Context: an optimization exercise on an open-source flow, tuned for small area, a short achievable clock period and few clock cycles per item. The choices shown serve that exercise and are no tape-out recipe. The RTL was checked by simulation tests, not by an equivalence proof against the original design. Power figures rest on the tool's default switching activity, not on a simulated workload.

==> flow/design.v (outline; a module is shown in full before it is edited, if it fits) <==
// module trtcm_meter_bank: 268 lines
// module mul_cs: 1713 lines
module trtcm_meter_bank (
    input  wire        clk,
    input  wire        rst,
    input  wire        in_valid,
    output wire        in_ready,
    input  wire        in_cfg,
    input  wire [3:0]  in_idx,
    input  wire [13:0] in_len,
    input  wire [39:0] in_ts,
    input  wire [27:0] in_cir,
    input  wire [27:0] in_pir,
    input  wire [23:0] in_cbs,
    input  wire [23:0] in_pbs,
    output reg         out_valid,
    output reg  [1:0]  out_colour
);
  // ...
==> flow/flow/run.sh <==
#!/bin/bash
# The standard layout (standard.sh), with the ports buffered by
# sky130_fd_sc_hd__buf_4 instead of the smallest buffer cell ORFS picks
# (clkdlybuf4s50_1, a delay cell that is slow on the output paths).
set -euo pipefail
export BUFFER_PORTS_ARGS="-buffer_cell sky130_fd_sc_hd__buf_4"
bash standard.sh > standard.log 2>&1
==> flow/standard.sh <==
#!/bin/bash
# synth_recipe.tcl (not shown) runs the flow's synth.tcl, then flattens the netlist and writes it again
# the make line also repeats each setting of config.mk as NAME=value (left out here)
make -C /OpenROAD-flow-scripts/flow DESIGN_CONFIG=/design/flow/config.mk WORK_HOME=/design/flow/orfs CLKGATE_MAP_FILE= SYNTH_SCRIPT=/design/flow/synth_recipe.tcl "${@:-finish}"
==> flow/config.mk <==
export PLATFORM = sky130hd
export DESIGN_NAME = trtcm_meter_bank
export DESIGN_NICKNAME = trtcm_meter_bank
export VERILOG_FILES = /design/flow/design.v
export SDC_FILE = /design/flow/constraint.sdc
export NUM_CORES = 4
export LEC_CHECK = 0
export CAP_MARGIN = 20
export CORE_MARGIN = 2
export CORE_UTILIZATION = 30
export CTS_BUF_LIST = sky130_fd_sc_hd__clkbuf_8
export GPL_ROUTABILITY_DRIVEN = 1
export PLACE_DENSITY = 0.45
export SLEW_MARGIN = 20
==> flow/constraint.sdc <==
create_clock -name core_clock -period 28.0 [get_ports {clk}]
set_input_delay 5.6000 -clock core_clock [delete_from_list [all_inputs] [get_ports {clk}]]
set_output_delay 5.6000 -clock core_clock [all_outputs]
set_load 0.01 [all_outputs]
==> run_results.csv, run 1 <==
group,metric,value,unit
run_status,status,"no timing/DRC/antenna violations",
logic_synthesis,synth.area.top_cells,"edfxtp_1 (41%), fa_1 (9.0%), dfxtp_1 (8.6%), mux4_2 (6.8%), ha_1 (6.1%)",
routing,wl_per_cell,25.5,um
routing,route.top_layer_used,"met5",
power_and_ir_drop,pg_comb,7.52,mW
logic_synthesis,synth_most_common_cell,"edfxtp_1",
cells_and_area,drive_gt1_share,12.8,%
setup_path,worstPathArrival,8730,ps
run,drv_cap,0,
setup_path,critPathKind,"reg2reg",
cells_and_area,layout_common_cells,"edfxtp_1 (2,178), inv_1 (1,425), nand2_1 (1,390)",
logic_synthesis,ys.warnings.count,1,
clocking,clk_pin_slew_worst_paths,60,ps
min_path,worstHoldStart,"s1_first$_DFF_P_",
power_and_ir_drop,seq_cell_power,5.41,mW
logic_synthesis,synth_flop_cell,"edfxtp_1",
logic_synthesis,synth-edff-count,2178,
routing,ant_nets,0,
setup_path,crit_cells,20,
logic_synthesis,synth_xor_area_share,2.69,%
logic_synthesis,synth-compound-area-share,11.4,%
routing,wl_met1,239000,um
logic_synthesis,syn_nets,15200,
logic_synthesis,synth-simple-area-share,7.85,%
timing,finalMaxSlewViolations,0,
clocking,cts_sinks,2862,
timing,rsz0062_at_grt,"no",
timing,fin_ws,20170,ps
setup_path,worst-r2r-cell-count,20,
logic_synthesis,synth-async-reset-ratio,0,%
cells_and_area,buf_share,1.83,%
timing,finalClockSkew,108,ps
clocking,cts_tree,"built",
cells_and_area,num-clock-buffers,560,
Testbench counts, summed over its fixed seeds: cycles 24,168, items 24,000.
==> module trtcm_meter_bank, before the edit <==
module trtcm_meter_bank (
    input  wire        clk,
    input  wire        rst,
    input  wire        in_valid,
    output wire        in_ready,
    input  wire        in_cfg,
    input  wire [3:0]  in_idx,
    input  wire [13:0] in_len,
    input  wire [39:0] in_ts,
    input  wire [27:0] in_cir,
    input  wire [27:0] in_pir,
    input  wire [23:0] in_cbs,
    input  wire [23:0] in_pbs,
    output reg         out_valid,
    output reg  [1:0]  out_colour
);
    localparam int NM = 8;
    localparam logic [1:0] GREEN       = 2'b00;
    localparam logic [1:0] YELLOW      = 2'b01;
    localparam logic [1:0] RED         = 2'b10;
    localparam logic [1:0] NOT_METERED = 2'b11;
    logic ready_q;
    assign in_ready = ready_q;
    logic       s1_v;
    logic [1:0] s1_k;           
    wire        hold = s1_v & (s1_k != 2'd0);
    logic         s0_v;
    logic         s0_cfg;
    logic [3:0]   s0_idx;
    logic [103:0] s0_w;
    always_ff @(posedge clk) begin
        if (rst) s0_v <= 1'b0;
        else if (!hold) s0_v <= in_valid & ready_q;
    end
    wire [103:0] cfg_in   = {in_cir, in_pir, in_cbs, in_pbs};
    wire [53:0]  frame_in = {in_len, in_ts};
    always_ff @(posedge clk) begin
        if (!hold) begin
            s0_cfg       <= in_cfg;
            s0_idx       <= in_idx;
            s0_w[103:54] <= cfg_in[103:54];
            s0_w[53:0]   <= in_cfg ? cfg_in[53:0] : frame_in;
        end
    end
    logic [NM-1:0][27:0] cir_q;
    logic [NM-1:0][27:0] pir_q;
    logic [NM-1:0][23:0] cbs_q;
    logic [NM-1:0][23:0] pbs_q;
    logic [NM-1:0]       cfg_ok;    
    logic [NM-1:0][39:0] last_q;
    logic [NM-1:0]       last_ok;   
    wire [2:0]  m1   = s0_idx[2:0];
    wire        met1 = ~s0_idx[3];
    wire [39:0] ts1  = s0_w[39:0];
    wire [13:0] len1 = s0_w[53:40];
    wire        cw1  = s0_v &  s0_cfg & met1 & ~hold;
    wire        fr1  = s0_v & ~s0_cfg & met1;
    wire        lw1  = fr1 & ~hold;
    always_ff @(posedge clk) begin
        for (int i = 0; i < NM; i++) begin
            if (cw1 && m1 == i) begin
                cir_q[i] <= s0_w[103:76];
                pir_q[i] <= s0_w[75:48];
                cbs_q[i] <= s0_w[47:24];
                pbs_q[i] <= s0_w[23:0];
            end
            if (lw1 && m1 == i) last_q[i] <= ts1;
        end
    end
    always_ff @(posedge clk) begin
        if (rst) begin
            cfg_ok  <= '0;
            last_ok <= '0;
        end else begin
            if (cw1) cfg_ok[m1]  <= 1'b1;
            if (lw1) last_ok[m1] <= 1'b1;
        end
    end
    wire        ok1   = cfg_ok[m1];
    wire [39:0] last1 = last_q[m1] & {40{last_ok[m1]}};
    wire [27:0] cir1  = cir_q[m1] & {28{ok1}};
    wire [27:0] pir1  = pir_q[m1] & {28{ok1}};
    wire [23:0] cbs1  = cbs_q[m1] & {24{ok1}};
    wire [23:0] pbs1  = pbs_q[m1] & {24{ok1}};
    wire [39:0] dt1   = ts1 - last1;
    wire [1:0]  k1 = ~fr1          ? 2'd0 :
                     (|dt1[39:36]) ? 2'd2 :
                     (|dt1[35:18]) ? 2'd1 : 2'd0;
    logic               s1_first;   
    logic               s1_cfg;
    logic               s1_met;
    logic [2:0]         s1_m;
    logic [39:0]        s1_dt;
    logic [27:0]        s1_cir;
    logic [27:0]        s1_pir;
    logic [24:0]        s1_qc;      
    logic [24:0]        s1_qp;      
    logic [13:0]        s1_len;
    always_ff @(posedge clk) begin
        if (rst) begin
            s1_v    <= 1'b0;
            s1_k    <= 2'd0;
            ready_q <= 1'b1;
        end else if (hold) begin
            s1_k    <= s1_k - 2'd1;
            ready_q <= (s1_k == 2'd1);
        end else begin
            s1_v    <= s0_v;
            s1_k    <= k1;
            ready_q <= (k1 == 2'd0);
        end
    end
    always_ff @(posedge clk) begin
        s1_first <= ~hold;
        if (!hold) begin
            s1_cfg <= s0_cfg;
            s1_met <= met1;
            s1_m   <= m1;
            s1_dt  <= dt1;
            s1_cir <= cir1;
            s1_pir <= pir1;
            s1_qc  <= {1'b0, cbs1} - {11'd0, len1};
            s1_qp  <= {1'b0, pbs1} - {11'd0, len1};
            s1_len <= len1;
        end
    end
    wire [17:0] chunk = (s1_k == 2'd2) ? {14'd0, s1_dt[39:36]} :
                        (s1_k == 2'd1) ? s1_dt[35:18] : s1_dt[17:0];
    wire [47:0] xc, yc, xp, yp;
    mul_cs u_mul_c (.a(s1_cir), .b(chunk), .x(xc), .y(yc));
    mul_cs u_mul_p (.a(s1_pir), .b(chunk), .x(xp), .y(yp));
    logic               s2_v;       
    logic               s2_first;
    logic               s2_cfg;
    logic               s2_met;
    logic [2:0]         s2_m;
    logic [47:0]        s2_xc, s2_yc, s2_xp, s2_yp;
    logic [13:0]        s2_len;
    logic [24:0]        s2_qc;      
    logic [24:0]        s2_qp;      
    always_ff @(posedge clk) begin
        if (rst) s2_v <= 1'b0;
        else     s2_v <= s1_v & ~hold;
    end
    always_ff @(posedge clk) begin
        s2_first <= s1_first;
        s2_cfg   <= s1_cfg;
        s2_met   <= s1_met;
        s2_m     <= s1_m;
        s2_xc    <= xc;
        s2_yc    <= yc;
        s2_xp    <= xp;
        s2_yp    <= yp;
        s2_len   <= s1_len;
        s2_qc    <= s1_qc;
        s2_qp    <= s1_qp;
    end
    logic [NM-1:0][46:0] d_q;       
    logic [NM-1:0][46:0] e_q;       
    logic [NM-1:0]       de_ok;     
    logic               s3_v;
    logic               s3_cfg;
    logic               s3_met;
    logic [2:0]         s3_m;
    logic [46:0]        s3_gc, s3_gp;
    logic [46:0]        s3_d, s3_e;
    logic [36:0]        s3_b;       
    logic [47:0]        s3_qc;      
    logic [47:0]        s3_qp;      
    wire [27:0]        lx   = {14'd0, s2_len};
    wire [27:0]        b15  = (lx << 14) - (lx << 10) + (lx << 8) + (lx << 3) + lx;
    wire [38:0]        qcx  = {{14{s2_qc[24]}}, s2_qc};
    wire [38:0]        qpx  = {{14{s2_qp[24]}}, s2_qp};
    wire [38:0]        qc15 = (qcx << 14) - (qcx << 10) + (qcx << 8) + (qcx << 3) + qcx;
    wire [38:0]        qp15 = (qpx << 14) - (qpx << 10) + (qpx << 8) + (qpx << 3) + qpx;
    wire [46:0] acc_c = s2_first ? 47'd0 : {s3_gc[28:0], 18'd0};
    wire [46:0] acc_p = s2_first ? 47'd0 : {s3_gp[28:0], 18'd0};
    wire        sat_c = ~s2_first & (|s3_gc[46:29]);
    wire        sat_p = ~s2_first & (|s3_gp[46:29]);
    wire [47:0] sum_c = {1'b0, acc_c} + s2_xc + s2_yc;      
    wire [47:0] sum_p = {1'b0, acc_p} + s2_xp + s2_yp;
    logic [46:0] d_new, e_new;
    logic        fr4, cfg4;
    logic        s5_v;
    logic [2:0]  s5_m;
    logic [46:0] s5_d, s5_e;
    wire        fwd4 = (s2_m == s3_m);
    wire        fwd5 = (s2_m == s5_m) & s5_v;
    wire        ok2  = de_ok[s2_m];
    wire [46:0] d2o  = fwd5 ? s5_d : d_q[s2_m] & {47{ok2}};
    wire [46:0] e2o  = fwd5 ? s5_e : e_q[s2_m] & {47{ok2}};
    wire [46:0] d2   = (fwd4 & fr4)  ? d_new :
                       (fwd4 & cfg4) ? 47'd0 : d2o;
    wire [46:0] e2   = (fwd4 & fr4)  ? e_new :
                       (fwd4 & cfg4) ? 47'd0 : e2o;
    always_ff @(posedge clk) begin
        if (rst) s3_v <= 1'b0;
        else     s3_v <= s2_v;
    end
    always_ff @(posedge clk) begin
        s3_cfg <= s2_cfg;
        s3_met <= s2_met;
        s3_m   <= s2_m;
        s3_gc  <= (sat_c | sum_c[47]) ? {47{1'b1}} : sum_c[46:0];
        s3_gp  <= (sat_p | sum_p[47]) ? {47{1'b1}} : sum_p[46:0];
        s3_d   <= d2;
        s3_e   <= e2;
        s3_b   <= {b15, 9'd0};
        s3_qc  <= {qc15, 9'd0};
        s3_qp  <= {qp15, 9'd0};
    end
    wire [48:0]        dsub = {2'd0, s3_d} - {2'd0, s3_gc};
    wire [48:0]        esub = {2'd0, s3_e} - {2'd0, s3_gp};
    wire [46:0]        dadd = s3_d - s3_gc + 47'(s3_b);
    wire [46:0]        eadd = s3_e - s3_gp + 47'(s3_b);
    wire [49:0]        dcmp = {3'd0, s3_d} - {3'd0, s3_gc} - {{2{s3_qc[47]}}, s3_qc} - 50'd1;
    wire [49:0]        ecmp = {3'd0, s3_e} - {3'd0, s3_gp} - {{2{s3_qp[47]}}, s3_qp} - 50'd1;
    wire dge   = ~dsub[48];                           
    wire ege   = ~esub[48];
    wire ylw   = s3_qc[47] | ~dcmp[49];               
    wire red   = s3_qp[47] | ~ecmp[49];               
    wire green = ~red & ~ylw;
    wire d_add = green & dge;
    wire d_sub = ~green & dge;
    wire d_b   = green & ~dge;
    wire e_add = ~red & ege;
    wire e_sub = red & ege;
    wire e_b   = ~red & ~ege;
    assign d_new = ({47{d_add}} & dadd) | ({47{d_sub}} & dsub[46:0]) | ({47{d_b}} & 47'(s3_b));
    assign e_new = ({47{e_add}} & eadd) | ({47{e_sub}} & esub[46:0]) | ({47{e_b}} & 47'(s3_b));
    assign fr4  = s3_v & ~s3_cfg & s3_met;
    assign cfg4 = s3_v &  s3_cfg & s3_met;
    always_ff @(posedge clk) begin
        if (rst) s5_v <= 1'b0;
        else     s5_v <= fr4;
    end
    always_ff @(posedge clk) begin
        s5_m <= s3_m;
        s5_d <= d_new;
        s5_e <= e_new;
    end
    always_ff @(posedge clk) begin
        for (int i = 0; i < NM; i++) begin
            if (s5_v && s5_m == i) begin
                d_q[i] <= s5_d;
                e_q[i] <= s5_e;
            end
        end
    end
    always_ff @(posedge clk) begin
        for (int i = 0; i < NM; i++) begin
            if (rst)                    de_ok[i] <= 1'b0;
            else if (cfg4 && s3_m == i) de_ok[i] <= 1'b0;
            else if (s5_v && s5_m == i) de_ok[i] <= 1'b1;
        end
    end
    always_ff @(posedge clk) begin
        if (rst) begin
            out_valid  <= 1'b0;
            out_colour <= 2'b00;
        end else begin
            out_valid  <= s3_v & ~s3_cfg;
            out_colour <= ~s3_met ? NOT_METERED :
                          red     ? RED :
                          ylw     ? YELLOW : GREEN;
        end
    end
endmodule
==> run 2, diff against run 1 <==
--- a/flow/design.v
+++ b/flow/design.v
@@ -121,69 +121,75 @@
             s1_pir <= pir1;
             s1_qc  <= {1'b0, cbs1} - {11'd0, len1};
             s1_qp  <= {1'b0, pbs1} - {11'd0, len1};
             s1_len <= len1;
         end
     end
     wire [17:0] chunk = (s1_k == 2'd2) ? {14'd0, s1_dt[39:36]} :
                         (s1_k == 2'd1) ? s1_dt[35:18] : s1_dt[17:0];
-    wire [47:0] xc, yc, xp, yp;
+    wire [49:0] xc, yc, xp, yp;
     mul_cs u_mul_c (.a(s1_cir), .b(chunk), .x(xc), .y(yc));
     mul_cs u_mul_p (.a(s1_pir), .b(chunk), .x(xp), .y(yp));
     logic               s2_v;       
     logic               s2_first;
     logic               s2_cfg;
     logic               s2_met;
     logic [2:0]         s2_m;
-    logic [47:0]        s2_xc, s2_yc, s2_xp, s2_yp;
-    logic [13:0]        s2_len;
-    logic [24:0]        s2_qc;      
-    logic [24:0]        s2_qp;      
+    logic [49:0]        s2_xc, s2_yc, s2_xp, s2_yp;
+    logic [36:0]        s2_b;       
+    logic [47:0]        s2_qc;      
+    logic [47:0]        s2_qp;      
+    wire [27:0]        lx   = {14'd0, s1_len};
+    wire [27:0]        b15  = (lx << 14) - (lx << 10) + (lx << 8) + (lx << 3) + lx;
+    wire [38:0]        qcx  = {{14{s1_qc[24]}}, s1_qc};
+    wire [38:0]        qpx  = {{14{s1_qp[24]}}, s1_qp};
+    wire [38:0]        qc15 = (qcx << 14) - (qcx << 10) + (qcx << 8) + (qcx << 3) + qcx;
+    wire [38:0]        qp15 = (qpx << 14) - (qpx << 10) + (qpx << 8) + (qpx << 3) + qpx;
     always_ff @(posedge clk) begin
         if (rst) s2_v <= 1'b0;
         else     s2_v <= s1_v & ~hold;
     end
     always_ff @(posedge clk) begin
         s2_first <= s1_first;
         s2_cfg   <= s1_cfg;
         s2_met   <= s1_met;
         s2_m     <= s1_m;
         s2_xc    <= xc;
         s2_yc    <= yc;
         s2_xp    <= xp;
         s2_yp    <= yp;
-        s2_len   <= s1_len;
-        s2_qc    <= s1_qc;
-        s2_qp    <= s1_qp;
+        s2_b     <= {b15, 9'd0};
+        s2_qc    <= {qc15, 9'd0};
+        s2_qp    <= {qp15, 9'd0};
     end
     logic [NM-1:0][46:0] d_q;       
     logic [NM-1:0][46:0] e_q;       
     logic [NM-1:0]       de_ok;     
     logic               s3_v;
     logic               s3_cfg;
     logic               s3_met;
     logic [2:0]         s3_m;
     logic [46:0]        s3_gc, s3_gp;
     logic [46:0]        s3_d, s3_e;
     logic [36:0]        s3_b;       
-    logic [47:0]        s3_qc;      
-    logic [47:0]        s3_qp;      
-    wire [27:0]        lx   = {14'd0, s2_len};
-    wire [27:0]        b15  = (lx << 14) - (lx << 10) + (lx << 8) + (lx << 3) + lx;
-    wire [38:0]        qcx  = {{14{s2_qc[24]}}, s2_qc};
-    wire [38:0]        qpx  = {{14{s2_qp[24]}}, s2_qp};
-    wire [38:0]        qc15 = (qcx << 14) - (qcx << 10) + (qcx << 8) + (qcx << 3) + qcx;
-    wire [38:0]        qp15 = (qpx << 14) - (qpx << 10) + (qpx << 8) + (qpx << 3) + qpx;
+    logic [49:0]        s3_rc;      
+    logic [49:0]        s3_rp;      
+    logic               s3_qcn;     
+    logic               s3_qpn;     
     wire [46:0] acc_c = s2_first ? 47'd0 : {s3_gc[28:0], 18'd0};
     wire [46:0] acc_p = s2_first ? 47'd0 : {s3_gp[28:0], 18'd0};
     wire        sat_c = ~s2_first & (|s3_gc[46:29]);
     wire        sat_p = ~s2_first & (|s3_gp[46:29]);
-    wire [47:0] sum_c = {1'b0, acc_c} + s2_xc + s2_yc;      
-    wire [47:0] sum_p = {1'b0, acc_p} + s2_xp + s2_yp;
+    wire [47:0] sum_c = {1'b0, acc_c} + s2_xc[47:0] + s2_yc[47:0];      
+    wire [47:0] sum_p = {1'b0, acc_p} + s2_xp[47:0] + s2_yp[47:0];
+    wire [49:0] r_c   = {3'd0, acc_c} + s2_xc + s2_yc + {{2{s2_qc[47]}}, s2_qc};   
+    wire [49:0] r_p   = {3'd0, acc_p} + s2_xp + s2_yp + {{2{s2_qp[47]}}, s2_qp};
+    wire        gc_sat = sat_c | sum_c[47];
+    wire        gp_sat = sat_p | sum_p[47];
     logic [46:0] d_new, e_new;
     logic        fr4, cfg4;
     logic        s5_v;
     logic [2:0]  s5_m;
     logic [46:0] s5_d, s5_e;
     wire        fwd4 = (s2_m == s3_m);
     wire        fwd5 = (s2_m == s5_m) & s5_v;
     wire        ok2  = de_ok[s2_m];
@@ -196,34 +202,36 @@
     always_ff @(posedge clk) begin
         if (rst) s3_v <= 1'b0;
         else     s3_v <= s2_v;
     end
     always_ff @(posedge clk) begin
         s3_cfg <= s2_cfg;
         s3_met <= s2_met;
         s3_m   <= s2_m;
-        s3_gc  <= (sat_c | sum_c[47]) ? {47{1'b1}} : sum_c[46:0];
-        s3_gp  <= (sat_p | sum_p[47]) ? {47{1'b1}} : sum_p[46:0];
+        s3_gc  <= gc_sat ? {47{1'b1}} : sum_c[46:0];
+        s3_gp  <= gp_sat ? {47{1'b1}} : sum_p[46:0];
+        s3_rc  <= gc_sat ? {1'b0, {49{1'b1}}} : r_c;
+        s3_rp  <= gp_sat ? {1'b0, {49{1'b1}}} : r_p;
+        s3_qcn <= s2_qc[47];
+        s3_qpn <= s2_qp[47];
         s3_d   <= d2;
         s3_e   <= e2;
-        s3_b   <= {b15, 9'd0};
-        s3_qc  <= {qc15, 9'd0};
-        s3_qp  <= {qp15, 9'd0};
+        s3_b   <= s2_b;
     end
     wire [48:0]        dsub = {2'd0, s3_d} - {2'd0, s3_gc};
     wire [48:0]        esub = {2'd0, s3_e} - {2'd0, s3_gp};
     wire [46:0]        dadd = s3_d - s3_gc + 47'(s3_b);
     wire [46:0]        eadd = s3_e - s3_gp + 47'(s3_b);
-    wire [49:0]        dcmp = {3'd0, s3_d} - {3'd0, s3_gc} - {{2{s3_qc[47]}}, s3_qc} - 50'd1;
-    wire [49:0]        ecmp = {3'd0, s3_e} - {3'd0, s3_gp} - {{2{s3_qp[47]}}, s3_qp} - 50'd1;
+    wire [49:0]        dcmp = {3'd0, s3_d} - s3_rc - 50'd1;     
+    wire [49:0]        ecmp = {3'd0, s3_e} - s3_rp - 50'd1;
     wire dge   = ~dsub[48];                           
     wire ege   = ~esub[48];
-    wire ylw   = s3_qc[47] | ~dcmp[49];               
-    wire red   = s3_qp[47] | ~ecmp[49];               
+    wire ylw   = s3_qcn | ~dcmp[49];                  
+    wire red   = s3_qpn | ~ecmp[49];                  
     wire green = ~red & ~ylw;
     wire d_add = green & dge;
     wire d_sub = ~green & dge;
     wire d_b   = green & ~dge;
     wire e_add = ~red & ege;
     wire e_sub = red & ege;
     wire e_b   = ~red & ~ege;
     assign d_new = ({47{d_add}} & dadd) | ({47{d_sub}} & dsub[46:0]) | ({47{d_b}} & 47'(s3_b));
@@ -264,18 +272,18 @@
                           red     ? RED :
                           ylw     ? YELLOW : GREEN;
         end
     end
 endmodule
 module mul_cs (
     input  wire [27:0] a,
     input  wire [17:0] b,
-    output wire [47:0] x,
-    output wire [47:0] y
+    output wire [49:0] x,
+    output wire [49:0] y
 );
     wire one0;
     wire two0;
     wire neg0;
     wire t1;
     wire t2;
     wire t3;
     wire t4;
@@ -1971,11 +1979,11 @@
     assign t815 = t728 ^ t729 ^ t296;
     assign t816 = (t728 & t729) | (t296 & (t728 ^ t729));
     assign t817 = t730 ^ t731 ^ 1'b1;
     assign t818 = (t730 & t731) | (1'b1 & (t730 ^ t731));
     assign t819 = t732 ^ t270 ^ t298;
     assign t820 = (t732 & t270) | (t298 & (t732 ^ t270));
     assign t821 = t299 ^ 1'b1;
     assign t822 = t299 & 1'b1;
-    assign x = {t822, t820, t818, t816, t814, t812, t810, t808, t806, t804, t802, t800, t798, t796, t794, t792, t790, t788, t786, t784, t782, t780, t778, t776, t774, t772, t770, t768, t766, t764, t762, t760, t758, t756, t754, t752, t750, t748, t746, t744, t742, t740, t738, t736, t734, t733, t2, t1};
-    assign y = {t300, t821, t819, t817, t815, t813, t811, t809, t807, t805, t803, t801, t799, t797, t795, t793, t791, t789, t787, t785, t783, t781, t779, t777, t775, t773, t771, t769, t767, t765, t763, t761, t759, t757, t755, t753, t751, t749, t747, t745, t743, t741, t739, t737, t735, neg1, 1'b0, neg0};
+    assign x = {1'b1, 1'b1, t822, t820, t818, t816, t814, t812, t810, t808, t806, t804, t802, t800, t798, t796, t794, t792, t790, t788, t786, t784, t782, t780, t778, t776, t774, t772, t770, t768, t766, t764, t762, t760, t758, t756, t754, t752, t750, t748, t746, t744, t742, t740, t738, t736, t734, t733, t2, t1};
+    assign y = {1'b0, 1'b0, t300, t821, t819, t817, t815, t813, t811, t809, t807, t805, t803, t801, t799, t797, t795, t793, t791, t789, t787, t785, t783, t781, t779, t777, t775, t773, t771, t769, t767, t765, t763, t761, t759, t757, t755, t753, t751, t749, t747, t745, t743, t741, t739, t737, t735, neg1, 1'b0, neg0};
 endmodule
==> run 2 against run 1 <==
Effect of this change:
- still clean
- worst hold slack worse by 10 ps
- non-clock buffer count up 5
- register-to-register slack better by 840 ps
- cell count up 7.9%
- wire length up 8.8%
- critical path depth down 19
- sequential power up 12%
- utilization down 0.13 points
- critical path type is now reg2out
- largest cell class is now multi-input gates
==> run_results.csv, run 2 <==
group,metric,value,unit
die,core_area,0.564,mm^2
routing,drc,0,
logic_synthesis,yosysTopAreaCell,"edfxtp_1",
timing,slew_headroom,21.9,%
setup_path,worstPathMaxFanout,1,
setup_path,critPathKind,"reg2out",
placement,io_buffers,169,
cells_and_area,largestRegisters,"d_q x376, e_q x376, last_q x320",
cells_and_area,nNetsFinal,16700,
timing,max_freq,0.126,GHz
cells_and_area,final_common_cell,"edfxtp_1",
placement,place_hpwl,407000,um
global_route,antenna_found_initial,19,
die,initial_utilization,30.0,%
setup_path,crit_slowest_cell,"dfxtp_1",
clocking,max-clock-path-buffers,4,
routing,drtPass1Iterations,6,
global_route,grt_pass1_vias,117000,
clocking,clk_latency,1250,ps
cells_and_area,layout_common_cells,"edfxtp_1 (2,178), nand2_1 (1,658), inv_1 (1,635)",
logic_synthesis,yosysSeqAreaShare,47.4,%
logic_synthesis,synth-async-reset-ratio,0,%
global_route,track_usage,19.9,%
logic_synthesis,synth_common_cells,"edfxtp_1 (2,178), nand2_1 (1,665), inv_1 (1,464)",
timing,rsz0062_at_grt,"no",
setup_path,required,22400,ps
logic_synthesis,syn_nets,16600,
timing,setup_tns,0,ps
timing,timing_hold_violations_final,0,
logic_synthesis,ys.warnings.count,1,
logic_synthesis,yosys.area_share.adder,16.7,%
setup_path,critPathBufInv,1,
clocking,htree_num_levels,6,
die,ios,170,
clocking,clk_pin_slew_worst_paths,70,ps
logic_synthesis,avgSynthCellArea,11.5,um^2
cells_and_area,area_delta_synth_final,12.0,%
logic_synthesis,synth_top_family_by_area,"adder cells",
power_and_ir_drop,ir_drop,0.107,mV
routing,drt_iter0_markers,10600,
clocking,cts_sinks,2920,
setup_path,path_cells,"buf_4",
routing,wl_per_cell,25.7,um
routing,routed_wl,583000,um
logic_synthesis,synth_cell_types,94,
timing,fin_ws,20060,ps
logic_synthesis,muxShareOfSynthArea,7.89,%
global_route,grt_max_degree,138,
clocking,cts_tree,"built",
logic_synthesis,ys_ff_latch,2920,
die,die_w,756,um
die,dieArea,0.571,mm^2
run,drv_cap,0,
run_status,status,"no timing/DRC/antenna violations",
setup_path,slowest_delay,840,ps
clocking,ctsResizeCount,0,
clocking,clockRootBuffer,"clkbuf_8",
timing,setup_viol,0,
logic_synthesis,synth_xor_area_share,2.73,%
logic_synthesis,synth_most_common_cell,"edfxtp_1",
setup_path,worstSetupEndpointType,"output port",
logic_synthesis,syn_inst,14700,
logic_synthesis,synth-edff-count,2178,
setup_path,worstPathArrival,2340,ps
logic_synthesis,synth_top_area_share,38.6,%
placement,dp_slack,20930,ps
timing,tightest_slew,1160,ps
setup_path,r2r_start,"s1_k[0]$_SDFF_PP0_",
die,die_y,756,um
placement,gp_congestion,0.902,
clocking,cts_setup_buffers,0,
logic_synthesis,synth.cell_area,0.169,mm^2
die,rows,276,
cells_and_area,layoutNonFillerInstCount,22700,
global_route,grt_pass1_wl,844000,um
global_route,overflow,0,
placement,dp_cells,21800,
logic_synthesis,synth-compound-area-share,11.9,%
setup_path,startpoint,"out_colour[1]$_SDFF_PP0_",
power_and_ir_drop,fin_total_pwr,22.9,mW
routing,num_vias,115000,
power_and_ir_drop,p_leak,74.9,nW
routing,ant_nets,0,
timing,finalClockSkew,94.3,ps
clocking,cts_made_buffers,525,
timing,finalMaxSlewViolations,0,
logic_synthesis,synth_flop_cell,"edfxtp_1",
routing,vias_per_cell,5.09,
cells_and_area,drive_gt1_share,12.0,%
logic_synthesis,synth.area.top_cells,"edfxtp_1 (39%), fa_1 (10%), dfxtp_1 (8.8%), ha_1 (6.6%), mux4_2 (6.4%)",
min_path,worstHoldStart,"s2_b[10]$_DFF_P_",
timing,min_period,7940,ps
min_path,min_path_type,"reg2reg",
power_and_ir_drop,powerDensity,121,mW/mm^2
timing,period_share,28.4,%
setup_path,critPathTopFamily,"flip-flops",
setup_path,start_kind,"flip-flop",
clocking,hold_buffers,0,
logic_synthesis,synth-simple-area-share,8.14,%
[run 2: cell count changes in the layout (fill, tap and decap cells not counted), sizes merged, moves of 31 or more]
cell	before	now
a21o	265	298
a21oi	896	1014
a221oi	191	243
a22o	35	88
a22oi	270	235
a31oi	56	87
dfxtp	684	742
fa	713	857
ha	774	896
inv	1471	1673
nand2	1398	1665
nand3	143	109
o22ai	69	26
[run 2: final timing paths]
| path | end | slack (ps) | cells past startpoint |
|---|---|---|---|
| worst min-delay path | s3_b[10]$_DFF_P_ | 310 | 0 |
| worst max register to register | s2_yc[30]$_DFF_P_ | 21010 | 17 |
| worst min register to register | s3_b[10]$_DFF_P_ | 310 | 0 |
| worst max-delay path | out_colour[1] | 20060 | 1 |
[run 2: kinds of logic after synthesis]
| group | count (synthesis) |
|---|---|
| adder cells (fa/ha/maj) | 1753 |
| XOR/XNOR | 528 |
| AO/OA/AOI/OAI | 3175 |
| AND/OR/NAND/NOR | 3248 |
| buffers and inverters | 2334 |
| multiplexers | 727 |
| flip-flops | 2920 |
[run 2: where the power goes]
part / total [mW] / internal [mW] / leakage [nW] / switching, mW
logic: 12.8 / 4.86 / 41.8 / 7.93
registers: 6.07 / 5.32 / 27.2 / 0.741
clock network: 4.03 / 2.11 / 5.90 / 1.92
[run 2: metal layers]
| metal | wire [um] | part of all wire, % | GRT usage [%] |
|---|---|---|---|
| met1 | 267000 | 46 | 28.1 |
| met2 | 265000 | 45 | 32.0 |
| met3 | 34500 | 5.9 | 3.05 |
| met4 | 16600 | 2.8 | 5.23 |
| met5 | 149 | 0.026 | 0 |
[run 2: layout make-up]
type | count | area [um^2]
Tap cell | 7506 | 9390
Timing Repair Buffer | 425 | 3350
Clock buffer | 568 | 7820
Sequential cell | 2920 | 80300
Fill cell | 56500 | 374000
Inverter | 1471 | 5530
Clock inverter | 380 | 2560
Multi-Input combinational cell | 9431 | 80800
Antenna cell | 5 | 12.5
[run 2: metrics by stage]
step / hold slack [ps] / area (um^2) / utilization [%]
2_1_floorplan: 310 / 169000 / -
3_3_place_gp: 310 / 179000 / 31.8
3_5_place_dp: 312 / 179000 / 31.8
4_1_cts: 313 / 190000 / 33.6
5_1_grt: 322 / 190000 / 33.6
6_report: 315 / 190000 / 33.6
Testbench counts of run 2, summed over its fixed seeds: cycles 24,168, items 24,000.

[re-timing with driven ports]
How much do the figures lean on ideal ports? The routed layouts below were timed once more, with nothing changed but the port constraints. Step 1 (the two cells are an assumption about what drives the block):
set clk [get_ports {clk}]
set_driving_cell -lib_cell sky130_fd_sc_hd__clkbuf_16 $clk
set_driving_cell -lib_cell sky130_fd_sc_hd__buf_2 [delete_from_list [all_inputs] $clk]
Step 2, shift: input delay + t, output delay - t, t = (earliest + latest rising clock arrival at the registers) / 2. This alone moves slack from input paths to output paths. Three values: ideal ports, drivers, drivers and shift; two values: the first two.
run	shift t [ns]	slack for setup (ns)	worst hold slack (ns)	latest minus earliest clock arrival (ns)	worst data-port slew with drivers (ns)
run 1	1.285	20.168 / 20.168 / 20.168	0.325 / 0.325 / 0.325	0.108 / 0.108	0.14
run 2	1.322	20.055 / 19.940 / 20.960	0.315 / 0.315 / 0.315	0.098 / 0.098	0.08
After both steps setup and hold are still met in every run listed.
